This is an optimization exercise on Yosys and OpenROAD, whose aim is small area, a short achievable clock period and few clock cycles, not a production implementation.
The RTL was checked by simulation tests, not by an equivalence proof against the original design.

`flow/run.sh`:
```
#!/bin/bash
# synth_recipe.tcl (not shown) runs the flow's synth.tcl, then flattens the netlist and writes it again
# the make line also repeats each setting of config.mk as NAME=value (left out here)
make -C /OpenROAD-flow-scripts/flow DESIGN_CONFIG=/design/flow/config.mk WORK_HOME=/design/flow/orfs CLKGATE_MAP_FILE= SYNTH_SCRIPT=/design/flow/synth_recipe.tcl finish
```
`flow/design.v`:
```
module sha256_core (
    input  wire         clk,
    input  wire         rst,
    input  wire         in_valid,
    input  wire         in_first,
    input  wire [31:0]  in_data,
    output wire         in_ready,
    output reg          out_valid,
    output wire [255:0] digest
);
    localparam [31:0] IV0 = 32'h6a09e667, IV1 = 32'hbb67ae85,
                      IV2 = 32'h3c6ef372, IV3 = 32'ha54ff53a,
                      IV4 = 32'h510e527f, IV5 = 32'h9b05688c,
                      IV6 = 32'h1f83d9ab, IV7 = 32'h5be0cd19;
    function [31:0] rotr;
        input [31:0] x;
        input integer n;
        begin
            rotr = (x >> n) | (x << (32 - n));
        end
    endfunction
    function [31:0] csa_s;
        input [31:0] x, y, z;
        begin
            csa_s = x ^ y ^ z;
        end
    endfunction
    function [31:0] csa_c;
        input [31:0] x, y, z;
        begin
            csa_c = ((x & y) | (x & z) | (y & z)) << 1;
        end
    endfunction
    function [31:0] add32;
        input [31:0] x, y;
        reg   [31:0] p, gg, pp, g2, p2;
        integer k, n, m;
        begin
            p  = x ^ y;
            gg = x & y;
            pp = p;
            for (k = 0; k < 5; k = k + 1) begin
                g2 = gg;
                p2 = pp;
                for (n = 0; n < 32; n = n + 1)
                    if (((n >> k) & 1) == 1) begin
                        m = ((n >> k) << k) - 1;
                        g2[n] = gg[n] | (pp[n] & gg[m]);
                        p2[n] = pp[n] & pp[m];
                    end
                gg = g2;
                pp = p2;
            end
            add32 = p ^ {gg[30:0], 1'b0};
        end
    endfunction
    reg        running;      
    reg [5:0]  t;            
    reg [5:0]  kx;           
    reg        fin;          
    reg [1:0]  hp;           
    reg [3:0]  q;            
    reg [4:0]  j;            
    reg        nf;           
    reg        cf;           
    reg        init;         
    reg        last;         
    reg        fadd;         
    assign in_ready = (j == 5'd0) ? (hp == 2'd3 && (!running || t >= 6'd48))
                                  : (j != 5'd16 && q == j[3:0]);
    wire take  = in_valid && in_ready;
    wire start = init && (j[4] || in_valid);
    wire idle_init = init && !running;
    wire       running_n = start || (running && !last);
    wire [3:0] q_n       = (take && j == 5'd0) ? 4'd1 : q + 4'd1;
    wire [4:0] j_n       = start ? 5'd0 : take ? j + 5'd1 : j;
    reg [31:0] k_n;
    always @(*) begin
        case (kx)
            6'd0:  k_n = 32'h428a2f98;  6'd1:  k_n = 32'h71374491;
            6'd2:  k_n = 32'hb5c0fbcf;  6'd3:  k_n = 32'he9b5dba5;
            6'd4:  k_n = 32'h3956c25b;  6'd5:  k_n = 32'h59f111f1;
            6'd6:  k_n = 32'h923f82a4;  6'd7:  k_n = 32'hab1c5ed5;
            6'd8:  k_n = 32'hd807aa98;  6'd9:  k_n = 32'h12835b01;
            6'd10: k_n = 32'h243185be;  6'd11: k_n = 32'h550c7dc3;
            6'd12: k_n = 32'h72be5d74;  6'd13: k_n = 32'h80deb1fe;
            6'd14: k_n = 32'h9bdc06a7;  6'd15: k_n = 32'hc19bf174;
            6'd16: k_n = 32'he49b69c1;  6'd17: k_n = 32'hefbe4786;
            6'd18: k_n = 32'h0fc19dc6;  6'd19: k_n = 32'h240ca1cc;
            6'd20: k_n = 32'h2de92c6f;  6'd21: k_n = 32'h4a7484aa;
            6'd22: k_n = 32'h5cb0a9dc;  6'd23: k_n = 32'h76f988da;
            6'd24: k_n = 32'h983e5152;  6'd25: k_n = 32'ha831c66d;
            6'd26: k_n = 32'hb00327c8;  6'd27: k_n = 32'hbf597fc7;
            6'd28: k_n = 32'hc6e00bf3;  6'd29: k_n = 32'hd5a79147;
            6'd30: k_n = 32'h06ca6351;  6'd31: k_n = 32'h14292967;
            6'd32: k_n = 32'h27b70a85;  6'd33: k_n = 32'h2e1b2138;
            6'd34: k_n = 32'h4d2c6dfc;  6'd35: k_n = 32'h53380d13;
            6'd36: k_n = 32'h650a7354;  6'd37: k_n = 32'h766a0abb;
            6'd38: k_n = 32'h81c2c92e;  6'd39: k_n = 32'h92722c85;
            6'd40: k_n = 32'ha2bfe8a1;  6'd41: k_n = 32'ha81a664b;
            6'd42: k_n = 32'hc24b8b70;  6'd43: k_n = 32'hc76c51a3;
            6'd44: k_n = 32'hd192e819;  6'd45: k_n = 32'hd6990624;
            6'd46: k_n = 32'hf40e3585;  6'd47: k_n = 32'h106aa070;
            6'd48: k_n = 32'h19a4c116;  6'd49: k_n = 32'h1e376c08;
            6'd50: k_n = 32'h2748774c;  6'd51: k_n = 32'h34b0bcb5;
            6'd52: k_n = 32'h391c0cb3;  6'd53: k_n = 32'h4ed8aa4a;
            6'd54: k_n = 32'h5b9cca4f;  6'd55: k_n = 32'h682e6ff3;
            6'd56: k_n = 32'h748f82ee;  6'd57: k_n = 32'h78a5636f;
            6'd58: k_n = 32'h84c87814;  6'd59: k_n = 32'h8cc70208;
            6'd60: k_n = 32'h90befffa;  6'd61: k_n = 32'ha4506ceb;
            6'd62: k_n = 32'hbef9a3f7;  default: k_n = 32'hc67178f2;
        endcase
    end
    reg [31:0] w [0:15];                 
    reg [31:0] a, b, c, d, e, f, g;      
    reg [31:0] pk;                       
    reg [31:0] x0, x1, x2, x3;           
    reg [31:0] y0, y1, y2, y3;           
    wire [31:0] xh0 = cf ? IV0 : x2;
    wire [31:0] yh0 = cf ? IV4 : y2;
    reg  [31:0] xiv, yiv;
    always @(*) begin
        case (t[1:0])
            2'd1:    begin xiv = IV3; yiv = IV7; end
            2'd2:    begin xiv = IV2; yiv = IV6; end
            default: begin xiv = IV1; yiv = IV5; end
        endcase
    end
    wire [31:0] xadd = fadd ? a : 32'd0;
    wire [31:0] yadd = fadd ? e : 32'd0;
    wire [31:0] xhd  = (fadd && cf) ? xiv : x3;
    wire [31:0] yhd  = (fadd && cf) ? yiv : y3;
    wire [31:0] xm   = last ? xh0 : 32'd0;
    wire [31:0] ym   = last ? yh0 : 32'd0;
    wire [31:0] s1 = rotr(e, 6) ^ rotr(e, 11) ^ rotr(e, 25);
    wire [31:0] ch = (e & f) ^ (~e & g);
    wire [31:0] s0 = rotr(a, 2) ^ rotr(a, 13) ^ rotr(a, 22);
    wire [31:0] mj = (a & b) ^ (a & c) ^ (b & c);
    wire [31:0] es1 = csa_s(s1, ch, pk),    ec1 = csa_c(s1, ch, pk);
    wire [31:0] es2 = csa_s(es1, ec1, d),   ec2 = csa_c(es1, ec1, d);
    wire [31:0] es3 = csa_s(es2, ec2, ym),  ec3 = csa_c(es2, ec2, ym);
    wire [31:0] e_new = add32(es3, ec3);
    wire [31:0] as1 = csa_s(s0, mj, xm),    ac1 = csa_c(s0, mj, xm);
    wire [31:0] as2 = csa_s(es1, ec1, as1), ac2 = csa_c(es1, ec1, as1);
    wire [31:0] as3 = csa_s(as2, ac2, ac1), ac3 = csa_c(as2, ac2, ac1);
    wire [31:0] a_new = add32(as3, ac3);
    wire [31:0] ss0 = rotr(w[1], 7) ^ rotr(w[1], 18) ^ (w[1] >> 3);
    wire [31:0] ss1 = rotr(w[14], 17) ^ rotr(w[14], 19) ^ (w[14] >> 10);
    wire [31:0] ws1 = csa_s(ss1, w[9], ss0), wc1 = csa_c(ss1, w[9], ss0);
    wire [31:0] ws2 = csa_s(ws1, wc1, w[0]), wc2 = csa_c(ws1, wc1, w[0]);
    wire [31:0] wnew = add32(ws2, wc2);
    wire [31:0] x_in = add32(xhd, xadd);
    wire [31:0] y_in = add32(yhd, yadd);
    wire [31:0] hsel = init ? (nf ? IV7 : y1) : g;
    wire [31:0] ks1 = csa_s(hsel, k_n, w[1]), kc1 = csa_c(hsel, k_n, w[1]);
    integer i;
    always @(posedge clk) begin
        for (i = 0; i < 15; i = i + 1)
            w[i] <= w[i + 1];
        if (running && t < 6'd48)
            w[15] <= wnew;
        else if (take)
            w[15] <= in_data;
        else
            w[15] <= w[0];
        if (idle_init || (init && nf))
            a <= nf ? IV0 : x2;
        else
            a <= a_new;
        if (idle_init || (init && nf))
            e <= nf ? IV4 : y2;
        else
            e <= e_new;
        if (init) begin
            b <= nf ? IV1 : x_in;
            c <= nf ? IV2 : x0;
            d <= nf ? IV3 : x1;
            f <= nf ? IV5 : y_in;
            g <= nf ? IV6 : y0;
        end else begin
            b <= a; c <= b; d <= c;
            f <= e; g <= f;
        end
        pk <= add32(ks1, kc1);
        x0 <= x_in; x1 <= x0; x2 <= x1; x3 <= last ? a_new : x2;
        y0 <= y_in; y1 <= y0; y2 <= y1; y3 <= last ? e_new : y2;
        q <= q_n;
        if (take && j == 5'd0)
            nf <= in_first;
        if (start)
            cf <= nf;
        kx <= start ? 6'd1 : (running && !last) ? kx + 6'd1 : 6'd0;
        t  <= start ? 6'd0 : t + 6'd1;
        if (rst) begin
            running   <= 1'b0;
            fin       <= 1'b0;
            init      <= 1'b0;
            last      <= 1'b0;
            fadd      <= 1'b0;
            hp        <= 2'd3;
            j         <= 5'd0;
            out_valid <= 1'b0;
        end else begin
            out_valid <= fin;
            fin       <= last;
            last      <= running && t == 6'd62;
            fadd      <= running && t >= 6'd60 && t != 6'd63;
            hp        <= hp + 2'd1;
            running   <= running_n;
            j         <= j_n;
            init      <= q_n == 4'd15 && (j_n[4] || j_n == 5'd15) &&
                         (!running_n || (running && t == 6'd62));
        end
    end
    assign digest = {x0, x1, x2, x3, y0, y1, y2, y3};
endmodule
```
`flow/constraint.sdc`:
```
create_clock -name core_clock -period 10.0 [get_ports {clk}]
set_input_delay 2.0000 -clock core_clock [delete_from_list [all_inputs] [get_ports {clk}]]
set_output_delay 2.0000 -clock core_clock [all_outputs]
set_load 0.01 [all_outputs]
```
`flow/config.mk`:
```
export PLATFORM = sky130hd
export DESIGN_NAME = sha256_core
export DESIGN_NICKNAME = sha256_core
export VERILOG_FILES = /design/flow/design.v
export SDC_FILE = /design/flow/constraint.sdc
export NUM_CORES = 4
export LEC_CHECK = 0
export CAP_MARGIN = 20
export CORE_MARGIN = 2
export CORE_UTILIZATION = 60
export CTS_CLUSTER_DIAMETER = 130
export CTS_CLUSTER_SIZE = 24
export SETUP_SLACK_MARGIN = 5
export SLEW_MARGIN = 20
export TNS_END_PERCENT = 100
```
==> results.sh, run 1 <==
export IMPL_critPathCaptureType="flip-flop"
export IMPL_fp_dieArea_sq_mm=0.0797
export IMPL_drtPass1Iterations=6
export IMPL_global_route_overflow_total=0
export IMPL_setup_violations=0
export IMPL_timing_rr_end="e[26]"
export IMPL_area_of_combinational_cells_with_multiple_inputs_sq_mm=0.0243
export IMPL_dpl_cell_count=5425
export IMPL_final_min_period_over_clock_period=0.497
export IMPL_die_y_um=282
export IMPL_antenna_cells=0
export IMPL_run_status="complete, no violations"
export IMPL_core_area_sq_mm=0.0771
export IMPL_rows=102
export IMPL_antenna_found_initial=3
export IMPL_worstMarginPinSlew_ns=1.20
export IMPL_crit_path_frequent_cell="fa_1"
export IMPL_worstHoldStart="w[13][19]"
export IMPL_synth_fp_nets=4825
export IMPL_worst_r2r_setup_slack_ns=5.03
export IMPL_drtAntennaViolNets=0
export IMPL_area_growth_synth_to_final_pct=14.1
export IMPL_layout_area_seq_sq_mm=0.0212
export IMPL_synth_ff_type="dfxtp_1"
export IMPL_syn_cell_area_sq_mm=0.0465
export IMPL_num_fill_cells=6007
export IMPL_drtIter0Drc=3232
export IMPL_avgRoutedWirePerCell_um=27.1
export IMPL_number_of_pins_with_negative_max_slew_slack_in_the_final_report=0
export IMPL_hold_path_depth=0
export IMPL_synth_avg_cell_area_sq_um=10.8
export IMPL_rsz0062_at_grt="true"
export IMPL_htree_num_levels=2
export IMPL_worst_path_largest_cell_delay_ns=0.62
export IMPL_cts_tree="built"
export IMPL_post_dp_cell_area_sq_mm=0.0502
export IMPL_crit_fanout=6
export IMPL_clkSlewWorstSetupHoldPaths_ns=0.10
export IMPL_drv_max_cap_violation_count=0
export IMPL_fraction_of_layout_cells_with_a_size_suffix_above_1=0.0907
export IMPL_die_width_um=282
export IMPL_synth_seq_area_share=0.455
export IMPL_cts_hold_buffers=0
export IMPL_fin_cells=5537
export IMPL_synth_cell_type_count=74
export IMPL_maximum_number_of_pins_on_one_net_before_global_route_repair=79
export IMPL_drt_drc_violations_left=0
export IMPL_crit_family="adder cells"
export IMPL_critical_path_class="reg2reg"
export IMPL_synthCells=4292
export IMPL_yosysWarningCount=2
export IMPL_fin_nets=5021
export IMPL_worst_skew_pair_late_latency_ns=0.67
export IMPL_largest_reg_flops=512
export IMPL_period_needed_ns=4.97
export IMPL_clock_tree_root_cell="clkbuf_16"
export IMPL_critical_path_n_buffers_inverters=2
export IMPL_finalHoldViolCount=0
export IMPL_asyncSetResetFlopFracSynth=0
export IMPL_grt_pass1_vias=32196
export IMPL_worst_ep_arrival_time_ns=5.51
export IMPL_dp_hpwl_um=111000
export IMPL_setup_tns_final_ns=0
export IMPL_cells_along_the_critical_path="mux2_2 > fa_1 > fa_1 > inv_1 > fa_1 > inv_1 > ha_1 > a21o_1 > a21o_1 > a221o_1 > a21oi_4 > nor2b_1 > o21a_1 > or3_1 > a32o_1"
export IMPL_grt_first_pass_wirelength_um=215000
export IMPL_timing_hold_worst_class="reg2reg"
export IMPL_max_clock_freq_mhz=201
export IMPL_critPathRequiredTime_ns=10.54
export IMPL_max_slew_margin=0.199
export IMPL_postRouteWirelength_um=150000
export IMPL_globalplace_congestion=1.00
export IMPL_final_util=0.688
export IMPL_synth_edf_count=2
export IMPL_final_setup_skew_ns=0.0231
export IMPL_end_point_of_the_most_critical_hold_path="w[12][19]"
export IMPL_dr_total_vias=33521
export IMPL_launching_element_type_of_the_critical_path="flip-flop"
export IMPL_start_util=0.603
export IMPL_max_clock_buf_depth=3
export IMPL_numCtsBuffers=50
export IMPL_ioPinCount=294
export IMPL_slowest_stage="fa_1"
export IMPL_post_drt_via_cell_ratio=6.05
export IMPL_number_of_clock_sinks_seen_by_cts=1055
export IMPL_rr_startpoint="e[18]"
export IMPL_global_route_usage_total=0.372
export IMPL_fin_area_sq_mm=0.0530
export IMPL_yosys_register_bits=1055
export IMPL_io_buffers=293
export IMPL_top_register="w"
export IMPL_reg2reg_depth=15
==> layout by cell type, fill, tap and decap left out, types with 20 or more instances in the layout <==
master           Yosys  routed
a211oi_1            28      22
a21o_1             112     112
a21oi_1            172     152
a22o_1             102     102
a31oi_1             47      44
and2_1              95      95
and3_1              22      22
buf_4                0      65
clkbuf_16            0      52
clkdlybuf4s50_1      0     293
dfxtp_1           1053    1004
dfxtp_2              0      35
fa_1               288     281
ha_1               209     195
inv_1              234     227
maj3_1              24      24
mux2_2              66      66
nand2_1            255     243
nand2b_1            29      28
nand3_1             47      47
nor2_1             228     217
nor3_1              38      37
o211ai_1            28      28
o21a_1              21      20
o21ai_0            178     163
o22a_1             122     122
xnor2_1            333     328
xor2_1              96      95
==> cell usage after synthesis, drive strengths merged, types with 66 or more instances <==
| master | number | area share |
|---|---|---|
| o22a | 122 | 0.023 |
| mux2 | 66 | 0.016 |
| inv | 236 | 0.019 |
| nor2 | 228 | 0.018 |
| and2 | 96 | 0.013 |
| fa | 288 | 0.12 |
| dfxtp | 1053 | 0.45 |
| nand2 | 255 | 0.021 |
| a21o | 112 | 0.018 |
| clkbuf | 222 | 0.018 |
| a21oi | 172 | 0.019 |
| ha | 209 | 0.056 |
| o21ai | 189 | 0.020 |
| xnor2 | 333 | 0.063 |
| a22o | 102 | 0.019 |
| xor2 | 96 | 0.018 |
==> worst reg2reg max path, stage by stage, from the launching register on <==
cell	delay, ns
dfxtp_2	0.50
mux2_2	0.45
fa_1	0.62
fa_1	0.56
inv_1	0.05
fa_1	0.48
inv_1	0.05
ha_1	0.33
a21o_1	0.18
a21o_1	0.20
a221o_1	0.33
a21oi_4	0.22
nor2b_1	0.11
o21a_1	0.18
or3_1	0.32
a32o_1	0.27
==> final cells by class <==
class	instances	share of cell area
Clock buffer	54	0.0239
Clock inverter	7	0.00281
Inverter	237	0.0175
Multi-Input combinational cell	2761	0.457
Sequential cell	1055	0.400
Tap cell	1040	0.0245
Timing Repair Buffer	381	0.0733
Timing Repair inverter	2	0.000307
==> metrics by stage <==
step	setup WS [ns]	hold slack, ns
2_1_floorplan	5.02	0.310
3_3_place_gp	3.74	0.310
3_5_place_dp	3.64	0.312
4_1_cts	5.00	0.315
5_1_grt	4.95	0.317
6_report	5.03	0.316
==> cells by family (layout without fill, tap and decap cells) <==
logic type,after synthesis,count (layout),share of synthesized area
flops,1055,1055,0.455
compound gates,931,931,0.139
simple gates,792,792,0.0796
fa+ha+maj,521,521,0.185
buf+inv,476,681,0.0384
xor+xnor,429,429,0.0808
mux,88,88,0.0221
==> worst max-delay path by stage <==
stage	startpoint	end	slack, ns	depth (start not counted)
after floorplan	cf	a[28]	5.02	21
after detailed placement	last	x3[27]	3.64	19
after global placement	last	x3[27]	3.74	19
after CTS	kx[1]	pk[30]	5.00	19
after global routing	kx[1]	pk[30]	4.95	20
final	e[18]	e[26]	5.03	15
==> what timing repair did <==
item                                    in CTS  in global routing
buffers inserted                            14                 29
gates resized for setup                    135                119
endpoints found under the setup margin     172                 84
pin swaps                                   18                 36
gates cloned                                 6                  2
==> routing by layer <==
| layer | GRT usage | wire (um) | up-vias |
|---|---|---|---|
| met5 | 0 | 0 | - |
| met4 | 0.218 | 10700 | 0 |
| met3 | 0.0578 | 12100 | 437 |
| met2 | 0.604 | 69300 | 1619 |
| met1 | 0.473 | 57900 | 16572 |
| li1 | - | - | 14893 |
Testbench counts, summed over its fixed seeds: cycles 32,904.
==> inputs of run 2 (changes only) <==
--- a/flow/config.mk
+++ b/flow/config.mk
@@ -9,3 +9,3 @@
 export CORE_MARGIN = 2
-export CORE_UTILIZATION = 60
+export CORE_UTILIZATION = 50
 export CTS_CLUSTER_DIAMETER = 130
==> results.sh, run 2 <==
export IMPL_clkSlewWorstSetupHoldPaths_ns=0.10
export IMPL_post_dp_cell_area_sq_mm=0.0505
export IMPL_max_clock_buf_depth=3
export IMPL_drtAntennaViolNets=0
export IMPL_io_buffers=293
export IMPL_cts_tree="built"
export IMPL_worst_r2r_setup_slack_ns=5.12
export IMPL_yosys_area_share_adder=0.185
export IMPL_cts_hold_buffers=0
export IMPL_final_cell_mix="dfxtp_1 (998), xnor2_1 (324), clkdlybuf4s50_1 (293)"
export IMPL_run_status="complete, no violations"
export IMPL_worst_skew_pair_late_latency_ns=0.70
export IMPL_end_point_of_the_most_critical_hold_path="w[10][25]"
export IMPL_post_drt_via_cell_ratio=5.76
export IMPL_worst_ep_arrival_time_ns=5.45
export IMPL_netlist_top_cell_by_area="dfxtp_1"
export IMPL_drtPass1Iterations=6
export IMPL_timing_hold_worst_class="reg2reg"
export IMPL_syn_cell_area_sq_mm=0.0465
export IMPL_rr_startpoint="fadd"
export IMPL_synth_compound_area_share=0.139
export IMPL_synthCells=4292
export IMPL_critical_path_class="reg2reg"
export IMPL_start_util=0.505
export IMPL_ioPinCount=294
export IMPL_final_min_period_over_clock_period=0.488
export IMPL_largest_reg_flops=512
export IMPL_avgRoutedWirePerCell_um=27.6
export IMPL_asyncSetResetFlopFracSynth=0
export IMPL_fin_nets=5036
export IMPL_netlist_top_cells_count="dfxtp_1 (1053), xnor2_1 (333), fa_1 (288), nand2_1 (255), inv_1 (234)"
export IMPL_rows=111
export IMPL_postRouteWirelength_um=159000
export IMPL_number_of_clock_sinks_seen_by_cts=1055
export IMPL_synth_edf_count=2
export IMPL_final_util=0.580
export IMPL_synth_cell_type_count=74
export IMPL_postLayoutSetupSlackWorst_ns=5.12
export IMPL_die_width_um=309
export IMPL_period_needed_ns=4.88
export IMPL_num_fill_cells=8058
export IMPL_finalHoldViolCount=0
export IMPL_area_growth_synth_to_final_pct=14.8
export IMPL_rsz0062_at_grt="true"
export IMPL_dr_total_vias=33197
export IMPL_synth_top_family_by_area="adder cells"
export IMPL_drv_max_cap_violation_count=0
export IMPL_number_of_pins_with_negative_max_slew_slack_in_the_final_report=0
export IMPL_global_route_usage_total=0.331
export IMPL_yosysMostFrequentCell="dfxtp_1"
export IMPL_area_of_combinational_cells_with_multiple_inputs_sq_mm=0.0242
export IMPL_drt_drc_violations_left=0
export IMPL_worstHoldStart="w[11][25]"
export IMPL_antenna_found_initial=2
export IMPL_synth_avg_cell_area_sq_um=10.8
export IMPL_yosysWarningCount=2
export IMPL_synth_seq_area_share=0.455
export IMPL_fraction_of_layout_cells_with_a_size_suffix_above_1=0.0942
export IMPL_globalplace_congestion=0.985
export IMPL_setup_violations=0
export IMPL_worstMarginPinSlew_ns=0.992
export IMPL_clock_tree_root_cell="clkbuf_16"
export IMPL_reg2reg_depth=15
export IMPL_critPathRequiredTime_ns=10.57
export IMPL_grt_pass1_vias=32362
export IMPL_post_synth_and_or_nand_nor_area_fraction=0.0796
export IMPL_global_route_overflow_total=0
export IMPL_core_area_sq_mm=0.0919
export IMPL_synthDominantCellAreaShare=0.454
export IMPL_hold_path_depth=0
export IMPL_max_clock_freq_mhz=205
export IMPL_launching_element_type_of_the_critical_path="flip-flop"
export IMPL_die_y_um=309
export IMPL_numCtsBuffers=50
export IMPL_layout_cells_most_common="dfxtp_1"
export IMPL_final_setup_skew_ns=0.0400
export IMPL_layout_area_seq_sq_mm=0.0213
export IMPL_top_register="w"
export IMPL_synth_fp_nets=4825
export IMPL_grt_first_pass_wirelength_um=227000
export IMPL_muxShareOfSynthArea=0.0221
export IMPL_maximum_number_of_pins_on_one_net_before_global_route_repair=77
export IMPL_htree_num_levels=2
export IMPL_yosys_register_bits=1055
export IMPL_critPathCaptureType="flip-flop"
export IMPL_fin_area_sq_mm=0.0534
export IMPL_max_slew_margin=0.334
export IMPL_synthXorXnorAreaFrac=0.0808
export IMPL_setup_tns_final_ns=0
export IMPL_crit_fanout=40
export IMPL_dpl_worst_slack_ns=3.94
export IMPL_timing_rr_end="f[30]"
export IMPL_fp_dieArea_sq_mm=0.0954
export IMPL_drtIter0Drc=3383
export IMPL_yosys_top_cells_area="dfxtp_1 (45%), fa_1 (12%), xnor2_1 (6.3%)"
export IMPL_synth_ff_type="dfxtp_1"
export IMPL_dp_hpwl_um=121000
[run 2: cell counts after synthesis]
Identical to the previous run, type by type.
[run 2: how the worst max path moves through the flow]
| stage | to | slack (ns) | startpoint | cells past startpoint |
|---|---|---|---|---|
| 6_report | f[30] | 5.12 | fadd | 15 |
| 5_1_grt | b[31] | 4.96 | t[1] | 16 |
| 4_1_cts | a[28] | 5.00 | cf | 20 |
| 3_5_place_dp | x3[27] | 3.94 | last | 17 |
| 3_3_place_gp | pk[31] | 4.02 | kx[0] | 18 |
| 2_1_floorplan | a[28] | 5.02 | cf | 21 |
[run 2: what timing repair did]
item                       4_1_cts  5_1_grt
pin swaps                       11       26
gates cloned                     5        2
resized for setup              146      108
setup buffers                   20       28
setup endpoints to repair      132       61
[run 2: layout make-up]
cell class	instances	share of cell area
timing repair inverter	1	0.0000938
clock buffer	55	0.0242
clock inverter	6	0.00171
multi-input combinational	2762	0.454
tap	1243	0.0291
sequential	1055	0.398
inverter	237	0.0174
antenna	7	0.000328
timing repair buffer	396	0.0748
[run 2: stage by stage]
step,hold WS (ns),std cells
2_1_floorplan,0.310,4292
4_1_cts,0.323,5725
6_report,0.320,5762
3_5_place_dp,0.312,5639
3_3_place_gp,0.310,5639
5_1_grt,0.327,5755
[run 2: cell families after synthesis]
logic type	after synthesis
xor gates and xnor gates	429
muxes	88
and+or+nand+nor	792
adders and majority gates	521
buffers and inverters	476
AOI/OAI and AO/OA	931
DFF	1055
[run 2: critical path, stage by stage, from the launching register on]
cell and delay (ns):
dfxtp_2 0.34, buf_6 0.32, nand2_4 0.28, buf_4 0.37, a21o_1 0.26, ha_1 0.21
fa_1 0.50, a211oi_1 0.32, o211ai_1 0.17, nand2_1 0.10, o21ai_1 0.14, a31oi_2 0.57
o2bb2ai_2 0.21, o41ai_4 0.45, xnor2_1 0.24, a22o_1 0.24
[run 2: routing by layer]
layer / vias to the layer above / track usage / share of wire
met5: - / 0 / 0
met4: 0 / 0.154 / 0.056
met3: 353 / 0.0497 / 0.072
met2: 1460 / 0.557 / 0.47
met1: 16456 / 0.420 / 0.40
li1: 14928 / - / -
==> inputs of run 3 (changes only) <==
==> flow/flow/run.sh (new file) <==
#!/bin/bash
# The standard layout (standard.sh, unchanged synthesis and steps), with
# the timing repair of floorplan, CTS and global routing aiming for a setup
# slack of 5.7 ns at the design's 10 ns clock instead of 5 ns. The clock,
# the SDC and all other settings are the standard flow's.
set -euo pipefail
bash standard.sh SETUP_SLACK_MARGIN=5.7 finish > standard_flow.log 2>&1
==> flow/standard.sh (new file) <==
#!/bin/bash
# synth_recipe.tcl (not shown) runs the flow's synth.tcl, then flattens the netlist and writes it again
# the make line also repeats each setting of config.mk as NAME=value (left out here)
make -C /OpenROAD-flow-scripts/flow DESIGN_CONFIG=/design/flow/config.mk WORK_HOME=/design/flow/orfs CLKGATE_MAP_FILE= SYNTH_SCRIPT=/design/flow/synth_recipe.tcl "${@:-finish}"
--- a/flow/config.mk
+++ b/flow/config.mk
@@ -9,5 +9,3 @@
 export CORE_MARGIN = 2
-export CORE_UTILIZATION = 50
-export CTS_CLUSTER_DIAMETER = 130
-export CTS_CLUSTER_SIZE = 24
+export CORE_UTILIZATION = 60
 export SETUP_SLACK_MARGIN = 5
removed: flow/run.sh
==> results.sh, run 3 <==
export IMPL_die_y_um=282
export IMPL_drtAntennaViolNets=0
export IMPL_grt_first_pass_wirelength_um=233000
export IMPL_met2RoutedLength_um=73100
export IMPL_end_point_of_the_most_critical_hold_path="w[1][23]"
export IMPL_post_drt_via_cell_ratio=6.14
export IMPL_fin_cells=5826
export IMPL_synth_seq_area_share=0.455
export IMPL_globalplace_congestion=1.02
export IMPL_max_clock_buf_depth=3
export IMPL_layout_area_seq_sq_mm=0.0214
export IMPL_largest_reg_flops=512
export IMPL_slowest_stage="fa_1"
export IMPL_layout_cells_most_common="dfxtp_1"
export IMPL_drt_drc_violations_left=0
export IMPL_worst_ep_arrival_time_ns=5.48
export IMPL_number_of_clock_sinks_seen_by_cts=1055
export IMPL_drv_max_cap_violation_count=0
export IMPL_launching_element_type_of_the_critical_path="flip-flop"
export IMPL_critical_path_class="reg2reg"
export IMPL_final_cell_mix="dfxtp_1 (966), clkdlybuf4s50_1 (292), xnor2_1 (279)"
export IMPL_numCtsBuffers=100
export IMPL_critPathRequiredTime_ns=10.63
export IMPL_fp_dieArea_sq_mm=0.0797
export IMPL_ioPinCount=294
export IMPL_asyncSetResetFlopFracSynth=0
export IMPL_grt_pass1_vias=35483
export IMPL_worst_skew_pair_late_latency_ns=0.70
export IMPL_die_width_um=282
export IMPL_yosysWarningCount=2
export IMPL_global_route_usage_total=0.404
export IMPL_max_slew_margin=0.335
export IMPL_final_setup_skew_ns=0.0516
export IMPL_critPathCaptureType="flip-flop"
export IMPL_clock_tree_root_cell="clkbuf_16"
export IMPL_area_growth_synth_to_final_pct=26.8
export IMPL_reg2reg_depth=16
export IMPL_dpl_cell_count=5427
export IMPL_synthDominantCellAreaShare=0.454
export IMPL_htree_num_levels=3
export IMPL_synth_avg_cell_area_sq_um=10.8
export IMPL_timing_rr_end="a[28]"
export IMPL_fraction_of_layout_cells_with_a_size_suffix_above_1=0.208
export IMPL_fin_nets=5231
export IMPL_dp_hpwl_um=114000
export IMPL_synth_fp_nets=4825
export IMPL_crit_fanout=7
export IMPL_hold_path_depth=0
export IMPL_run_status="complete, no violations"
export IMPL_rr_startpoint="a[26]"
export IMPL_drtPass1Iterations=8
export IMPL_rsz0062_at_grt="true"
export IMPL_syn_cell_area_sq_mm=0.0465
export IMPL_synthCells=4292
export IMPL_setup_tns_final_ns=0
export IMPL_top_layer_used="met5"
export IMPL_postRouteWirelength_um=163000
export IMPL_start_util=0.603
export IMPL_netlist_top_cell_by_area="dfxtp_1"
export IMPL_worstHoldStart="w[2][23]"
export IMPL_cts_hold_buffers=0
export IMPL_max_clock_freq_mhz=206
export IMPL_io_buffers=293
export IMPL_yosysMostFrequentCell="dfxtp_1"
export IMPL_avgRoutedWirePerCell_um=28.0
export IMPL_cells_along_the_critical_path="xnor2_1 > xnor2_1 > fa_1 > fa_1 > fa_1 > ha_1 > a21o_1 > a21oi_4 > o21a_4 > nor3_4 > nor2_4 > o31ai_4 > buf_6 > a31o_4 > or4b_1 > nand3_1"
export IMPL_global_route_overflow_total=0
export IMPL_yosys_top_cells_area="dfxtp_1 (45%), fa_1 (12%), xnor2_1 (6.3%)"
export IMPL_critical_path_n_buffers_inverters=1
export IMPL_final_min_period_over_clock_period=0.485
export IMPL_num_fill_cells=5149
export IMPL_synth_edf_count=2
export IMPL_crit_family="adder cells"
export IMPL_netlist_top_cells_count="dfxtp_1 (1053), xnor2_1 (333), fa_1 (288), nand2_1 (255), inv_1 (234)"
export IMPL_synth_cell_type_count=74
export IMPL_antenna_found_initial=4
export IMPL_timing_hold_worst_class="reg2reg"
export IMPL_dr_total_vias=35763
export IMPL_yosys_register_bits=1055
export IMPL_synth_ff_type="dfxtp_1"
export IMPL_rows=102
export IMPL_finalHoldViolCount=0
export IMPL_routed_met1_length_um=59300
export IMPL_worst_path_largest_cell_delay_ns=0.56
export IMPL_area_of_combinational_cells_with_multiple_inputs_sq_mm=0.0263
export IMPL_top_register="w"
export IMPL_number_of_pins_with_negative_max_slew_slack_in_the_final_report=0
export IMPL_period_needed_ns=4.85
export IMPL_drtIter0Drc=3981
export IMPL_routed_wl_met3_um=16400
export IMPL_core_area_sq_mm=0.0771
export IMPL_worstMarginPinSlew_ns=0.997
export IMPL_clkSlewWorstSetupHoldPaths_ns=0.07
export IMPL_final_util=0.765
export IMPL_setup_violations=0
export IMPL_maximum_number_of_pins_on_one_net_before_global_route_repair=77
export IMPL_crit_path_frequent_cell="fa_1"
export IMPL_worst_r2r_setup_slack_ns=5.15
export IMPL_cts_tree="built"
-- run 3: what timing repair did --
| item | CTS | global route |
|---|---|---|
| setup endpoints to repair | 239 | 128 |
| pin swaps | 148 | 156 |
| endpoints found under the hold margin | 0 | 0 |
| gates resized for setup | 497 | 189 |
| gates cloned | 11 | 1 |
| buffers inserted | 136 | 61 |
-- run 3: how the worst max path moves through the flow --
stage	startpoint	endpoint	slack [ns]	depth (start not counted)
after floorplan	cf	x3[30]	5.51	21
after global placement	cf	x3[30]	4.46	16
after detailed placement	cf	x3[30]	4.29	16
after CTS	cf	x3[27]	5.31	18
after global routing	e[8]	a[28]	5.08	18
final	a[26]	a[28]	5.15	16
-- run 3: per-stage QoR --
stage               area [sq um]  setup slack, ns  hold slack (ns)
finish                     59000             5.15            0.318
global placement           50600             4.46            0.310
floorplan                  47000             5.51            0.310
detailed placement         50600             4.29            0.312
CTS                        57700             5.31            0.309
global route               58900             5.08            0.322
-- run 3: layer usage --
layer | GRT usage | vias to the layer above
met5 | 0 | -
met4 | 0.279 | 2
met3 | 0.0938 | 698
met2 | 0.636 | 2194
met1 | 0.494 | 17455
li1 | - | 15414
-- run 3: cell type report --
class	count	share of cell area
flip-flops and latches	1055	0.362
well taps	1040	0.0221
clock inverters	55	0.0136
inverters	237	0.0160
diodes	2	0.0000849
repair buffers	539	0.0917
clock buffers	133	0.0482
multi-input cells	2765	0.446
-- run 3: logic make-up after synthesis --
logic type | count (synthesis) | share of synthesized area
flip-flops | 1055 | 0.455
AO/OA/AOI/OAI | 931 | 0.139
AND/OR/NAND/NOR | 792 | 0.0796
adder cells (fa/ha/maj) | 521 | 0.185
buffers and inverters | 476 | 0.0384
XOR/XNOR | 429 | 0.0808
multiplexers | 88 | 0.0221
==> inputs of run 4 (changes only) <==
--- a/flow/design.v
+++ b/flow/design.v
@@ -57,3 +57,2 @@
     reg        running;      
-    reg [5:0]  t;            
     reg [5:0]  kx;           
@@ -68,3 +67,3 @@
     reg        fadd;         
-    assign in_ready = (j == 5'd0) ? (hp == 2'd3 && (!running || t >= 6'd48))
+    assign in_ready = (j == 5'd0) ? (hp == 2'd3 && (!running || kx == 6'd0 || kx >= 6'd49))
                                   : (j != 5'd16 && q == j[3:0]);
@@ -122,5 +121,5 @@
     always @(*) begin
-        case (t[1:0])
-            2'd1:    begin xiv = IV3; yiv = IV7; end
-            2'd2:    begin xiv = IV2; yiv = IV6; end
+        case (kx[1:0])
+            2'd2:    begin xiv = IV3; yiv = IV7; end
+            2'd3:    begin xiv = IV2; yiv = IV6; end
             default: begin xiv = IV1; yiv = IV5; end
@@ -159,3 +158,3 @@
             w[i] <= w[i + 1];
-        if (running && t < 6'd48)
+        if (running && kx != 6'd0 && kx <= 6'd48)
             w[15] <= wnew;
@@ -192,3 +191,2 @@
         kx <= start ? 6'd1 : (running && !last) ? kx + 6'd1 : 6'd0;
-        t  <= start ? 6'd0 : t + 6'd1;
         if (rst) begin
@@ -205,4 +203,4 @@
             fin       <= last;
-            last      <= running && t == 6'd62;
-            fadd      <= running && t >= 6'd60 && t != 6'd63;
+            last      <= running && kx == 6'd63;
+            fadd      <= running && kx >= 6'd61;
             hp        <= hp + 2'd1;
@@ -211,3 +209,3 @@
             init      <= q_n == 4'd15 && (j_n[4] || j_n == 5'd15) &&
-                         (!running_n || (running && t == 6'd62));
+                         (!running_n || (running && kx == 6'd63));
         end
==> flow/run.sh (new file) <==
#!/bin/bash
# synth_recipe.tcl (not shown) runs the flow's synth.tcl, then flattens the netlist and writes it again
# the make line also repeats each setting of config.mk as NAME=value (left out here)
make -C /OpenROAD-flow-scripts/flow DESIGN_CONFIG=/design/flow/config.mk WORK_HOME=/design/flow/orfs CLKGATE_MAP_FILE= SYNTH_SCRIPT=/design/flow/synth_recipe.tcl finish
--- a/flow/config.mk
+++ b/flow/config.mk
@@ -10,2 +10,4 @@
 export CORE_UTILIZATION = 60
+export CTS_CLUSTER_DIAMETER = 130
+export CTS_CLUSTER_SIZE = 24
 export SETUP_SLACK_MARGIN = 5
removed: flow/flow/run.sh
removed: flow/standard.sh
==> results.sh, run 4 <==
export IMPL_start_util=0.606
export IMPL_netlist_top_cell_by_area="dfxtp_1"
export IMPL_drtIter0Drc=2829
export IMPL_synth_seq_area_share=0.456
export IMPL_drt_drc_violations_left=0
export IMPL_dr_total_vias=32594
export IMPL_clkSlewWorstSetupHoldPaths_ns=0.11
export IMPL_fin_nets=4901
export IMPL_die_y_um=281
export IMPL_synth_edf_count=2
export IMPL_final_util=0.691
export IMPL_rows=101
export IMPL_worst_skew_pair_late_latency_ns=0.67
export IMPL_period_needed_ns=4.99
export IMPL_worst_ep_arrival_time_ns=5.56
export IMPL_synth_cell_type_count=86
export IMPL_synthCells=4161
export IMPL_worstMarginPinSlew_ns=0.887
export IMPL_crit_fanout=4
export IMPL_run_status="complete, no violations"
export IMPL_global_route_overflow_total=0
export IMPL_yosys_top_cells_area="dfxtp_1 (46%), fa_1 (13%), xnor2_1 (6.3%)"
export IMPL_critPathRequiredTime_ns=10.57
export IMPL_fp_dieArea_sq_mm=0.0790
export IMPL_final_setup_skew_ns=0.0271
export IMPL_maximum_number_of_pins_on_one_net_before_global_route_repair=75
export IMPL_synth_fp_nets=4693
export IMPL_setup_violations=0
export IMPL_reg2reg_depth=21
export IMPL_yosysMostFrequentCell="dfxtp_1"
export IMPL_largest_reg_flops=512
export IMPL_antenna_found_initial=4
export IMPL_critPathCaptureType="flip-flop"
export IMPL_rsz0062_at_grt="true"
export IMPL_netlist_top_cells_count="dfxtp_1 (1047), xnor2_1 (332), fa_1 (288), inv_1 (237), ha_1 (208)"
export IMPL_postRouteWirelength_um=150000
export IMPL_avgRoutedWirePerCell_um=27.7
export IMPL_final_cell_mix="dfxtp_1 (988), xnor2_1 (317), clkdlybuf4s50_1 (293)"
export IMPL_yosysWarningCount=2
export IMPL_drv_max_cap_violation_count=0
export IMPL_timing_rr_end="x3[15]"
export IMPL_die_width_um=281
export IMPL_area_growth_synth_to_final_pct=14.0
export IMPL_syn_cell_area_sq_mm=0.0461
export IMPL_rr_startpoint="cf"
export IMPL_top_register="w"
export IMPL_max_slew_margin=0.409
export IMPL_max_clock_buf_depth=3
export IMPL_critical_path_class="reg2reg"
export IMPL_final_min_period_over_clock_period=0.499
export IMPL_cts_hold_buffers=0
export IMPL_grt_pass1_vias=32001
export IMPL_global_route_usage_total=0.376
export IMPL_worst_r2r_setup_slack_ns=5.01
export IMPL_globalplace_congestion=1.03
export IMPL_fraction_of_layout_cells_with_a_size_suffix_above_1=0.0914
export IMPL_num_fill_cells=5730
export IMPL_synth_ff_type="dfxtp_1"
export IMPL_cp_endpoint="x3[15]"
export IMPL_synthDominantCellAreaShare=0.455
export IMPL_numCtsBuffers=49
export IMPL_timing_hold_worst_class="reg2reg"
export IMPL_area_of_combinational_cells_with_multiple_inputs_sq_mm=0.0240
export IMPL_synth_avg_cell_area_sq_um=11.1
export IMPL_htree_num_levels=2
export IMPL_dp_hpwl_um=111000
export IMPL_launching_element_type_of_the_critical_path="flip-flop"
export IMPL_post_drt_via_cell_ratio=6.03
export IMPL_number_of_clock_sinks_seen_by_cts=1049
export IMPL_finalHoldViolCount=0
export IMPL_clock_tree_root_cell="clkbuf_16"
export IMPL_drtPass1Iterations=8
export IMPL_number_of_pins_with_negative_max_slew_slack_in_the_final_report=0
export IMPL_critPathLaunch="cf"
export IMPL_layout_area_seq_sq_mm=0.0211
export IMPL_layout_cells_most_common="dfxtp_1"
export IMPL_core_area_sq_mm=0.0759
export IMPL_setup_tns_final_ns=0
export IMPL_drtAntennaViolNets=0
export IMPL_io_buffers=293
export IMPL_max_clock_freq_mhz=200
export IMPL_cts_tree="built"
export IMPL_grt_first_pass_wirelength_um=214000
export IMPL_asyncSetResetFlopFracSynth=0
export IMPL_hold_path_depth=0
export IMPL_ioPinCount=294
export IMPL_yosys_register_bits=1049
## run 4: cell count changes after synthesis, sizes merged, moves of 12 or more
| cell | delta |
|---|---|
| a31oi | -17 |
| o21a | +12 |
| a21o | -26 |
| a21oi | +23 |
| clkbuf | -23 |
| nand2 | -52 |
| nor2 | -61 |
| o211ai | -13 |
| mux2i | +30 |
## run 4: per-stage QoR
stage	std cells	hold slack, ns	worst slack, ns	cell area (sq um)
6_report	5407	0.322	5.01	52500
5_1_grt	5404	0.327	4.85	52500
4_1_cts	5389	0.321	4.91	51800
3_5_place_dp	5310	0.312	3.76	49900
3_3_place_gp	5310	0.310	3.98	49900
2_1_floorplan	4161	0.310	4.99	46100
## run 4: layout make-up
cell class / instances / area share
diodes: 3 / 0.000143
clock buffers: 52 / 0.0236
clock inverters: 4 / 0.00169
inverters: 241 / 0.0176
multi-input cells: 2652 / 0.457
flip-flops and latches: 1049 / 0.402
well taps: 1030 / 0.0246
repair buffers: 376 / 0.0734
## run 4: worst max-delay path: stages, from the launching register on
cell,delay [ns]
edfxtp_1,0.44
buf_12,0.18
buf_12,0.14
o21a_1,0.18
fa_1,0.56
inv_2,0.05
fa_2,0.33
inv_2,0.06
fa_1,0.41
ha_2,0.19
fa_2,0.37
a21oi_2,0.16
and4b_1,0.22
nand4b_1,0.24
buf_4,0.19
buf_4,0.13
a31oi_4,0.17
o21bai_4,0.09
a21o_1,0.20
a21oi_2,0.19
xnor2_2,0.12
mux2_2,0.27
## run 4: how the worst min path moves through the flow
stage | startpoint | end | slack (ns)
5_1_grt | w[2][21] | w[1][21] | 0.33
6_report | w[4][7] | w[3][7] | 0.32
3_3_place_gp | w[4][13] | w[3][13] | 0.31
4_1_cts | w[2][21] | w[1][21] | 0.32
3_5_place_dp | w[12][12] | w[11][12] | 0.31
2_1_floorplan | w[11][0] | w[10][0] | 0.31
## run 4: logic make-up after synthesis
family	synth area share
XOR/XNOR	0.0835
flip-flops	0.456
adder cells (fa/ha/maj)	0.187
AND/OR/NAND/NOR	0.0679
multiplexers	0.0290
buffers and inverters	0.0378
AO/OA/AOI/OAI	0.138
## run 4: timing repair
item | CTS | global route
endpoints found under the hold margin | 0 | 0
resized for setup | 90 | 135
cloned | 3 | 4
pin swaps | 16 | 29
setup buffers | 20 | 11
endpoints found under the setup margin | 88 | 60
## run 4: layer usage
layer | global-route usage | part of all wire
met4 | 0.235 | 0.075
met2 | 0.620 | 0.47
met5 | 0 | 0
met3 | 0.0545 | 0.073
met1 | 0.466 | 0.38
Testbench counts of run 4, summed over its fixed seeds: cycles 32,904.
==> inputs of run 5 (changes only) <==
==> flow/flow/run.sh (new file) <==
#!/bin/bash
set -euo pipefail
bash standard.sh "BUFFER_PORTS_ARGS=-buffer_cell sky130_fd_sc_hd__buf_1" finish > standard_flow.log 2>&1
==> flow/standard.sh (new file) <==
#!/bin/bash
# synth_recipe.tcl (not shown) runs the flow's synth.tcl, then flattens the netlist and writes it again
# the make line also repeats each setting of config.mk as NAME=value (left out here)
make -C /OpenROAD-flow-scripts/flow DESIGN_CONFIG=/design/flow/config.mk WORK_HOME=/design/flow/orfs CLKGATE_MAP_FILE= SYNTH_SCRIPT=/design/flow/synth_recipe.tcl "${@:-finish}"
removed: flow/run.sh
==> results.sh, run 5 <==
export IMPL_run_status="complete, no violations"
export IMPL_synthCells=4161
export IMPL_netlist_top_cell_by_area="dfxtp_1"
export IMPL_fin_area_sq_mm=0.0510
export IMPL_area_growth_synth_to_final_pct=10.8
export IMPL_core_area_sq_mm=0.0759
export IMPL_dpl_cell_count=5304
export IMPL_maximum_number_of_pins_on_one_net_before_global_route_repair=74
export IMPL_yosysWarningCount=2
export IMPL_max_clock_buf_depth=3
export IMPL_timing_hold_worst_class="reg2reg"
export IMPL_number_of_pins_with_negative_max_slew_slack_in_the_final_report=0
export IMPL_yosys_register_bits=1049
export IMPL_setup_violations=0
export IMPL_syn_cell_area_sq_mm=0.0461
export IMPL_synth_edf_count=2
export IMPL_critPathCaptureType="flip-flop"
export IMPL_ioPinCount=294
export IMPL_cts_tree="built"
export IMPL_dp_hpwl_um=113000
export IMPL_clock_tree_root_cell="clkbuf_16"
export IMPL_start_util=0.606
export IMPL_global_route_usage_total=0.380
export IMPL_drt_drc_violations_left=0
export IMPL_synth_ff_type="dfxtp_1"
export IMPL_grt_first_pass_wirelength_um=215000
export IMPL_hold_path_depth=0
export IMPL_finalHoldViolCount=0
export IMPL_final_setup_skew_ns=0.0190
export IMPL_dr_total_vias=32680
export IMPL_postRouteWirelength_um=153000
export IMPL_synth_seq_area_share=0.456
export IMPL_final_min_period_over_clock_period=0.500
export IMPL_io_buffers=293
export IMPL_top_register="w"
export IMPL_netlist_top_cells_count="dfxtp_1 (1047), xnor2_1 (332), fa_1 (288), inv_1 (237), ha_1 (208)"
export IMPL_global_route_overflow_total=0
export IMPL_fraction_of_layout_cells_with_a_size_suffix_above_1=0.102
export IMPL_antenna_found_initial=6
export IMPL_drtPass1Iterations=7
export IMPL_critical_path_class="reg2reg"
export IMPL_die_y_um=281
export IMPL_drv_max_cap_violation_count=0
export IMPL_yosysMostFrequentCell="dfxtp_1"
export IMPL_cts_hold_buffers=0
export IMPL_synth_cell_type_count=86
export IMPL_largest_reg_flops=512
export IMPL_grt_pass1_vias=31802
export IMPL_worst_ep_arrival_time_ns=5.56
export IMPL_final_cell_mix="dfxtp_1 (994), xnor2_1 (316), buf_1 (293)"
export IMPL_die_width_um=281
export IMPL_synthDominantCellAreaShare=0.455
export IMPL_drtAntennaViolNets=0
export IMPL_final_util=0.672
export IMPL_reg2reg_depth=17
export IMPL_synth_avg_cell_area_sq_um=11.1
export IMPL_numCtsBuffers=49
export IMPL_crit_fanout=6
export IMPL_fp_dieArea_sq_mm=0.0790
export IMPL_clkSlewWorstSetupHoldPaths_ns=0.11
export IMPL_avgRoutedWirePerCell_um=28.3
export IMPL_layout_cells_most_common="dfxtp_1"
export IMPL_post_dp_cell_area_sq_mm=0.0480
export IMPL_yosys_top_cells_area="dfxtp_1 (46%), fa_1 (13%), xnor2_1 (6.3%)"
export IMPL_fin_nets=4912
export IMPL_htree_num_levels=2
export IMPL_fin_cells=5417
export IMPL_rows=101
export IMPL_critPathRequiredTime_ns=10.56
export IMPL_number_of_clock_sinks_seen_by_cts=1049
export IMPL_synth_fp_nets=4693
export IMPL_max_clock_freq_mhz=200
export IMPL_drtIter0Drc=2858
export IMPL_num_fill_cells=5845
export IMPL_setup_tns_final_ns=0
export IMPL_launching_element_type_of_the_critical_path="flip-flop"
export IMPL_rsz0062_at_grt="true"
export IMPL_max_slew_margin=0.392
export IMPL_worstMarginPinSlew_ns=0.912
export IMPL_period_needed_ns=5.00
export IMPL_post_drt_via_cell_ratio=6.03
export IMPL_worst_skew_pair_late_latency_ns=0.67
export IMPL_globalplace_congestion=0.987
export IMPL_asyncSetResetFlopFracSynth=0
==> run 5: cells by family after synthesis <==
family,Yosys count,share of synthesized area
and+or+nand+nor,654,0.0679
xor gates and xnor gates,439,0.0835
muxes,120,0.0290
adders and majority gates,520,0.187
DFF,1049,0.456
buffers and inverters,461,0.0378
AOI/OAI and AO/OA,918,0.138
==> run 5: final cells by class <==
| type | count | area (sq um) | area share |
|---|---|---|---|
| Multi-Input combinational cell | 2652 | 24200 | 0.474 |
| Sequential cell | 1049 | 21100 | 0.414 |
| Timing Repair Buffer | 387 | 2160 | 0.0423 |
| Tap cell | 1030 | 1290 | 0.0253 |
| Clock buffer | 52 | 1240 | 0.0242 |
| Inverter | 241 | 923 | 0.0181 |
| Clock inverter | 4 | 88.8 | 0.00174 |
| Antenna cell | 2 | 5.00 | 0.0000981 |
==> run 5: worst paths after layout <==
kind | startpoint | endpoint | slack (ns)
worst max-delay path | e[25] | y3[22] | 5.00
worst min-delay path | w[7][6] | w[6][6] | 0.32
worst max register to register | e[25] | y3[22] | 5.00
worst min register to register | w[7][6] | w[6][6] | 0.32
==> run 5: critical path, cell delays in order, from the launching register on <==
cell      delay (ns)
dfxtp_1         0.73
xnor2_1         0.26
fa_1            0.42
inv_1           0.19
fa_1            0.45
inv_1           0.08
fa_1            0.42
ha_1            0.25
a211oi_2        0.27
o211ai_1        0.18
nor4b_4         0.17
buf_4           0.18
nor3_4          0.34
o21bai_2        0.15
a21o_1          0.23
a21oi_2         0.15
xnor2_1         0.12
mux2_2          0.28
==> run 5: per-layer routing <==
layer,vias up,GRT usage,share of wire
met5,-,0,0
met4,0,0.273,0.090
met3,517,0.0508,0.070
met2,1546,0.614,0.46
met1,16084,0.470,0.38
li1,14533,-,-
==> run 5: stage by stage <==
step | hold slack [ns] | setup slack [ns]
floorplan | 0.310 | 4.99
global placement | 0.310 | 3.62
detailed placement | 0.312 | 3.58
CTS | 0.322 | 4.89
global route | 0.329 | 4.86
finish | 0.321 | 5.00
==> run 5: repair_timing <==
action | CTS | global route
pin swaps | 23 | 49
gates resized for setup | 120 | 158
setup endpoints to repair | 163 | 92
buffers inserted | 26 | 23
gates cloned | 3 | 3
==> inputs of run 6 (changes only) <==
--- a/flow/config.mk
+++ b/flow/config.mk
@@ -14,2 +14,2 @@
 export SLEW_MARGIN = 20
-export TNS_END_PERCENT = 100
+export TNS_END_PERCENT = 20
==> results.sh, run 6 <==
export IMPL_critical_path_n_buffers_inverters=1
export IMPL_dr_total_vias=32623
export IMPL_drtPass1Iterations=6
export IMPL_core_area_sq_mm=0.0759
export IMPL_antenna_found_initial=6
export IMPL_grt_pass1_vias=31814
export IMPL_worst_path_largest_cell_delay_ns=0.76
export IMPL_postRouteWirelength_um=153000
export IMPL_io_buffers=293
export IMPL_yosysMostFrequentCell="dfxtp_1"
export IMPL_drtIter0Drc=2893
export IMPL_top_register="w"
export IMPL_htree_num_levels=2
export IMPL_global_route_usage_total=0.380
export IMPL_synth_edf_count=2
export IMPL_clkSlewWorstSetupHoldPaths_ns=0.10
export IMPL_netlist_top_cells_count="dfxtp_1 (1047), xnor2_1 (332), fa_1 (288), inv_1 (237), ha_1 (208)"
export IMPL_critical_path_class="reg2reg"
export IMPL_synth_avg_cell_area_sq_um=11.1
export IMPL_drt_drc_violations_left=0
export IMPL_synth_seq_area_share=0.456
export IMPL_crit_path_frequent_cell="fa_1"
export IMPL_fraction_of_layout_cells_with_a_size_suffix_above_1=0.0972
export IMPL_fin_cells=5413
export IMPL_maximum_number_of_pins_on_one_net_before_global_route_repair=74
export IMPL_crit_fanout=6
export IMPL_largest_reg_flops=512
export IMPL_number_of_pins_with_negative_max_slew_slack_in_the_final_report=0
export IMPL_avgRoutedWirePerCell_um=28.2
export IMPL_netlist_top_cell_by_area="dfxtp_1"
export IMPL_grt_first_pass_wirelength_um=215000
export IMPL_final_min_period_over_clock_period=0.504
export IMPL_fin_nets=4908
export IMPL_yosys_top_cells_area="dfxtp_1 (46%), fa_1 (13%), xnor2_1 (6.3%)"
export IMPL_synthCells=4161
export IMPL_rows=101
export IMPL_run_status="complete, no violations"
export IMPL_fin_area_sq_mm=0.0509
export IMPL_area_growth_synth_to_final_pct=10.5
export IMPL_drv_max_cap_violation_count=0
export IMPL_number_of_clock_sinks_seen_by_cts=1049
export IMPL_synth_ff_type="dfxtp_1"
export IMPL_critPathCaptureType="flip-flop"
export IMPL_worst_ep_arrival_time_ns=5.57
export IMPL_setup_violations=0
export IMPL_post_dp_cell_area_sq_mm=0.0480
export IMPL_max_slew_margin=0.394
export IMPL_ioPinCount=294
export IMPL_fp_dieArea_sq_mm=0.0790
export IMPL_rsz0062_at_grt="true"
export IMPL_layout_cells_most_common="dfxtp_1"
export IMPL_drtAntennaViolNets=0
export IMPL_start_util=0.606
export IMPL_dp_hpwl_um=113000
export IMPL_launching_element_type_of_the_critical_path="flip-flop"
export IMPL_yosys_register_bits=1049
export IMPL_synth_fp_nets=4693
export IMPL_syn_cell_area_sq_mm=0.0461
export IMPL_num_fill_cells=5855
export IMPL_dpl_cell_count=5304
export IMPL_post_drt_via_cell_ratio=6.03
export IMPL_numCtsBuffers=49
export IMPL_clock_tree_root_cell="clkbuf_16"
export IMPL_slowest_stage="dfxtp_1"
export IMPL_max_clock_buf_depth=3
export IMPL_asyncSetResetFlopFracSynth=0
export IMPL_synth_cell_type_count=86
export IMPL_timing_hold_worst_class="reg2reg"
export IMPL_yosysWarningCount=2
export IMPL_worst_skew_pair_late_latency_ns=0.66
export IMPL_final_cell_mix="dfxtp_1 (1002), xnor2_1 (316), buf_1 (293)"
export IMPL_synthDominantCellAreaShare=0.455
export IMPL_die_width_um=281
export IMPL_cts_tree="built"
export IMPL_global_route_overflow_total=0
export IMPL_crit_family="adder cells"
export IMPL_finalHoldViolCount=0
export IMPL_cells_along_the_critical_path="xnor2_1 > xnor2_1 > fa_1 > fa_1 > ha_1 > a2111o_1 > a21oi_2 > o2bb2ai_2 > a41oi_1 > inv_1 > fa_1 > xor2_1 > nand2_1 > o21ai_0"
export IMPL_setup_tns_final_ns=0
export IMPL_final_setup_skew_ns=0.0205
export IMPL_globalplace_congestion=0.987
export IMPL_critPathRequiredTime_ns=10.52
export IMPL_die_y_um=281
export IMPL_period_needed_ns=5.04
export IMPL_fin_worst_hold_slack_ns=0.325
export IMPL_worstMarginPinSlew_ns=0.910
export IMPL_max_clock_freq_mhz=198
[run 6: final timing paths]
| kind | slack (ns) | start | cells past startpoint | endpoint |
|---|---|---|---|---|
| min | 0.32 | w[13][13] | 0 | w[12][13] |
| min reg2reg | 0.32 | w[13][13] | 0 | w[12][13] |
| max | 4.96 | w[1][10] | 14 | w[15][17] |
| max reg2reg | 4.96 | w[1][10] | 14 | w[15][17] |
[run 6: cell families after synthesis]
logic type      after synthesis  share of synthesized area
fa+ha+maj                   520                      0.187
compound gates              918                      0.138
flops                      1049                      0.456
xor+xnor                    439                     0.0835
simple gates                654                     0.0679
mux                         120                     0.0290
buf+inv                     461                     0.0378
[run 6: what timing repair did]
item	CTS	global route
pin swaps	22	41
endpoints found under the setup margin	163	95
buffers inserted	25	21
cloned	3	2
hold buffers	0	0
resized for setup	106	149
hold endpoints to repair	0	0
[run 6: area by class of cell]
type	instances	area (sq um)	share of cell area
Antenna cell	2	5.00	0.0000983
Clock buffer	52	1240	0.0243
Clock inverter	4	88.8	0.00175
Inverter	241	923	0.0181
Multi-Input combinational cell	2651	24100	0.474
Sequential cell	1049	21100	0.415
Tap cell	1030	1290	0.0253
Timing Repair Buffer	384	2130	0.0418
[run 6: metal layers]
metal,part of all wire,track usage,up-vias
met5,0,0,-
met4,0.088,0.276,0
met3,0.071,0.0502,512
met2,0.46,0.613,1577
met1,0.38,0.469,16002
li1,-,-,14532
[run 6: per-stage QoR]
| stage | util | setup WS (ns) |
|---|---|---|
| 2_1_floorplan | - | 4.99 |
| 4_1_cts | 0.659 | 4.79 |
| 5_1_grt | 0.670 | 4.87 |
| 3_5_place_dp | 0.632 | 3.58 |
| 6_report | 0.670 | 4.96 |
| 3_3_place_gp | 0.632 | 3.62 |
==> inputs of run 7 (changes only) <==
--- a/flow/config.mk
+++ b/flow/config.mk
@@ -12,4 +12,5 @@
 export CTS_CLUSTER_SIZE = 24
+export GPL_TIMING_DRIVEN = 0
 export SETUP_SLACK_MARGIN = 5
 export SLEW_MARGIN = 20
-export TNS_END_PERCENT = 20
+export TNS_END_PERCENT = 100
==> results.sh, run 7 <==
export IMPL_run_status="complete, no violations"
export IMPL_postLayoutSetupSlackWorst_ns=4.94
export IMPL_drtAntennaViolNets=0
export IMPL_synth_avg_cell_area_sq_um=11.1
export IMPL_period_needed_ns=5.06
export IMPL_final_util=0.686
export IMPL_max_slew_margin=0.0956
export IMPL_max_clock_buf_depth=3
export IMPL_cts_tree="built"
export IMPL_max_clock_freq_mhz=198
export IMPL_fin_worst_hold_slack_ns=0.301
export IMPL_syn_cell_area_sq_mm=0.0461
export IMPL_global_route_overflow_total=0
export IMPL_grt_pass1_vias=34174
export IMPL_die_y_um=281
export IMPL_numCtsBuffers=49
export IMPL_final_cell_mix="dfxtp_1 (1034), xnor2_1 (300), buf_1 (294)"
export IMPL_core_area_sq_mm=0.0759
export IMPL_cts_hold_buffers=0
export IMPL_netlist_top_cell_by_area="dfxtp_1"
export IMPL_area_growth_synth_to_final_pct=13.2
export IMPL_fp_dieArea_sq_mm=0.0790
export IMPL_synth_cell_type_count=86
export IMPL_setup_tns_final_ns=0
export IMPL_fraction_of_layout_cells_with_a_size_suffix_above_1=0.121
export IMPL_grt_first_pass_wirelength_um=240000
export IMPL_dr_total_vias=34907
export IMPL_postRouteWirelength_um=173000
export IMPL_netlist_top_cells_count="dfxtp_1 (1047), xnor2_1 (332), fa_1 (288), inv_1 (237), ha_1 (208)"
export IMPL_io_buffers=292
export IMPL_launching_element_type_of_the_critical_path="flip-flop"
export IMPL_fin_cells=5607
export IMPL_critPathCaptureType="flip-flop"
export IMPL_antenna_found_initial=7
export IMPL_start_util=0.606
export IMPL_dp_hpwl_um=130000
export IMPL_worstMarginPinSlew_ns=1.36
export IMPL_synth_fp_nets=4693
export IMPL_final_setup_skew_ns=0.0529
export IMPL_clock_tree_root_cell="clkbuf_16"
export IMPL_setup_violations=0
export IMPL_synth_ff_type="dfxtp_1"
export IMPL_asyncSetResetFlopFracSynth=0
export IMPL_drt_drc_violations_left=0
export IMPL_rows=101
export IMPL_yosysWarningCount=2
export IMPL_avgRoutedWirePerCell_um=30.8
export IMPL_yosysMostFrequentCell="dfxtp_1"
export IMPL_drtIter0Drc=3942
export IMPL_num_fill_cells=5702
export IMPL_globalplace_congestion=1.05
export IMPL_yosys_top_cells_area="dfxtp_1 (46%), fa_1 (13%), xnor2_1 (6.3%)"
export IMPL_post_drt_via_cell_ratio=6.23
export IMPL_global_route_usage_total=0.431
export IMPL_clkSlewWorstSetupHoldPaths_ns=0.10
export IMPL_maximum_number_of_pins_on_one_net_before_global_route_repair=26
export IMPL_synth_edf_count=2
export IMPL_critPathRequiredTime_ns=10.57
export IMPL_dpl_cell_count=5484
export IMPL_critical_path_class="reg2reg"
export IMPL_rsz0062_at_grt="true"
export IMPL_yosys_register_bits=1049
export IMPL_largest_reg_flops=512
export IMPL_drv_max_cap_violation_count=0
export IMPL_worst_ep_arrival_time_ns=5.62
export IMPL_synth_seq_area_share=0.456
export IMPL_die_width_um=281
export IMPL_crit_fanout=12
export IMPL_fin_nets=5104
export IMPL_synthDominantCellAreaShare=0.455
export IMPL_htree_num_levels=2
export IMPL_finalHoldViolCount=0
export IMPL_synthCells=4161
export IMPL_worst_skew_pair_late_latency_ns=0.71
export IMPL_ioPinCount=294
export IMPL_timing_hold_worst_class="reg2reg"
export IMPL_final_min_period_over_clock_period=0.506
export IMPL_dpl_worst_slack_ns=2.66
export IMPL_top_register="w"
export IMPL_number_of_clock_sinks_seen_by_cts=1049
export IMPL_number_of_pins_with_negative_max_slew_slack_in_the_final_report=0
export IMPL_drtPass1Iterations=6
export IMPL_layout_cells_most_common="dfxtp_1"
-- run 7: metal layers --
metal	share of wire	vias up	track usage	wire length, um
met5	0.00023	-	0	40
met4	0.093	6	0.326	16100
met3	0.097	681	0.0891	16800
met2	0.44	2251	0.672	76800
met1	0.36	17097	0.526	63100
li1	-	14872	-	-
-- run 7: area by class of cell --
| cell class | instances | area [sq um] | share of cell area |
|---|---|---|---|
| Clock inverter | 4 | 88.8 | 0.00170 |
| Tap cell | 1030 | 1290 | 0.0247 |
| Inverter | 241 | 930 | 0.0178 |
| Clock buffer | 50 | 1230 | 0.0236 |
| Multi-Input combinational cell | 2651 | 24500 | 0.471 |
| Timing Repair Buffer | 360 | 1630 | 0.0313 |
| Buffer | 220 | 1370 | 0.0263 |
| Sequential cell | 1049 | 21000 | 0.404 |
| Antenna cell | 2 | 5.00 | 0.0000960 |
-- run 7: repair_timing --
action / in CTS / in global routing
resized for setup: 323 / 209
pin swaps: 37 / 60
endpoints found under the setup margin: 229 / 88
hold endpoints to repair: 0 / 0
buffers inserted: 32 / 35
-- run 7: path summary, 6_finish.rpt --
kind	startpoint	endpoint	slack, ns	cells past startpoint
setup / recovery	kx[0]	pk[31]	4.94	18
hold / removal	w[2][15]	w[1][15]	0.30	0
setup reg to reg	kx[0]	pk[31]	4.94	18
hold reg to reg	w[2][15]	w[1][15]	0.30	0
-- run 7: worst max-delay path: stages (launching register included) --
cell and delay (ns):
dfxtp_4 0.44, buf_12 0.16, clkinv_8 0.11, ha_4 0.27
or2_2 0.27, buf_4 0.20, a21oi_4 0.17, a31oi_1 0.09
mux4_2 0.59, fa_1 0.49, ha_1 0.36, a21oi_2 0.20
o21ai_2 0.13, a2111oi_2 0.39, buf_4 0.19, a311o_1 0.19
nand2_1 0.11, o41ai_2 0.38, xnor2_1 0.21
-- run 7: cells by family after synthesis --
logic type	count (synthesis)	synth area share
xor+xnor	439	0.0835
buf+inv	461	0.0378
compound gates	918	0.138
simple gates	654	0.0679
fa+ha+maj	520	0.187
flops	1049	0.456
mux	120	0.0290
-- run 7: per-stage QoR --
stage / area [sq um]
global placement: 48400
finish: 52100
detailed placement: 48500
floorplan: 46100
CTS: 51100
global route: 52100

[afterwards: timing with drivers on the ports]
The results above use ideal ports. As a check the final layouts listed here were re-extracted and re-timed, cells and wires unchanged.
Step 1 assumes that a clkbuf_16 drives the clock port and a buf_2 every other input.
Step 2 moves the port delays by t, midway between the first and last clock arrival at a register: inputs arrive t later, outputs are due t later. That takes back most of the time a late clock gives input paths.
Three values: ideal ports, drivers, drivers and shift; two values: the first two.
run | t, ns | slack for setup (ns) | hold WS [ns] | pins driven straight from the clock port
run 1 | 0.724 | 5.033 / 5.033 / 5.033 | 0.316 / 0.316 / 0.316 | 1
run 2 | 0.747 | 5.117 / 5.117 / 5.117 | 0.320 / 0.320 / 0.320 | 1
run 3 | 0.752 | 5.148 / 5.148 / 5.148 | 0.318 / 0.318 / 0.318 | 1
run 4 | 0.732 | 5.006 / 4.941 / 5.006 | 0.322 / 0.322 / 0.322 | 1
run 5 | 0.722 | 4.997 / 4.997 / 4.997 | 0.321 / 0.321 / 0.321 | 1
run 6 | 0.722 | 4.956 / 4.956 / 4.956 | 0.325 / 0.325 / 0.325 | 1
run 7 | 0.749 | 4.944 / 4.944 / 4.944 | 0.301 / 0.301 / 0.301 | 1
After both steps setup and hold are still met in every run listed.
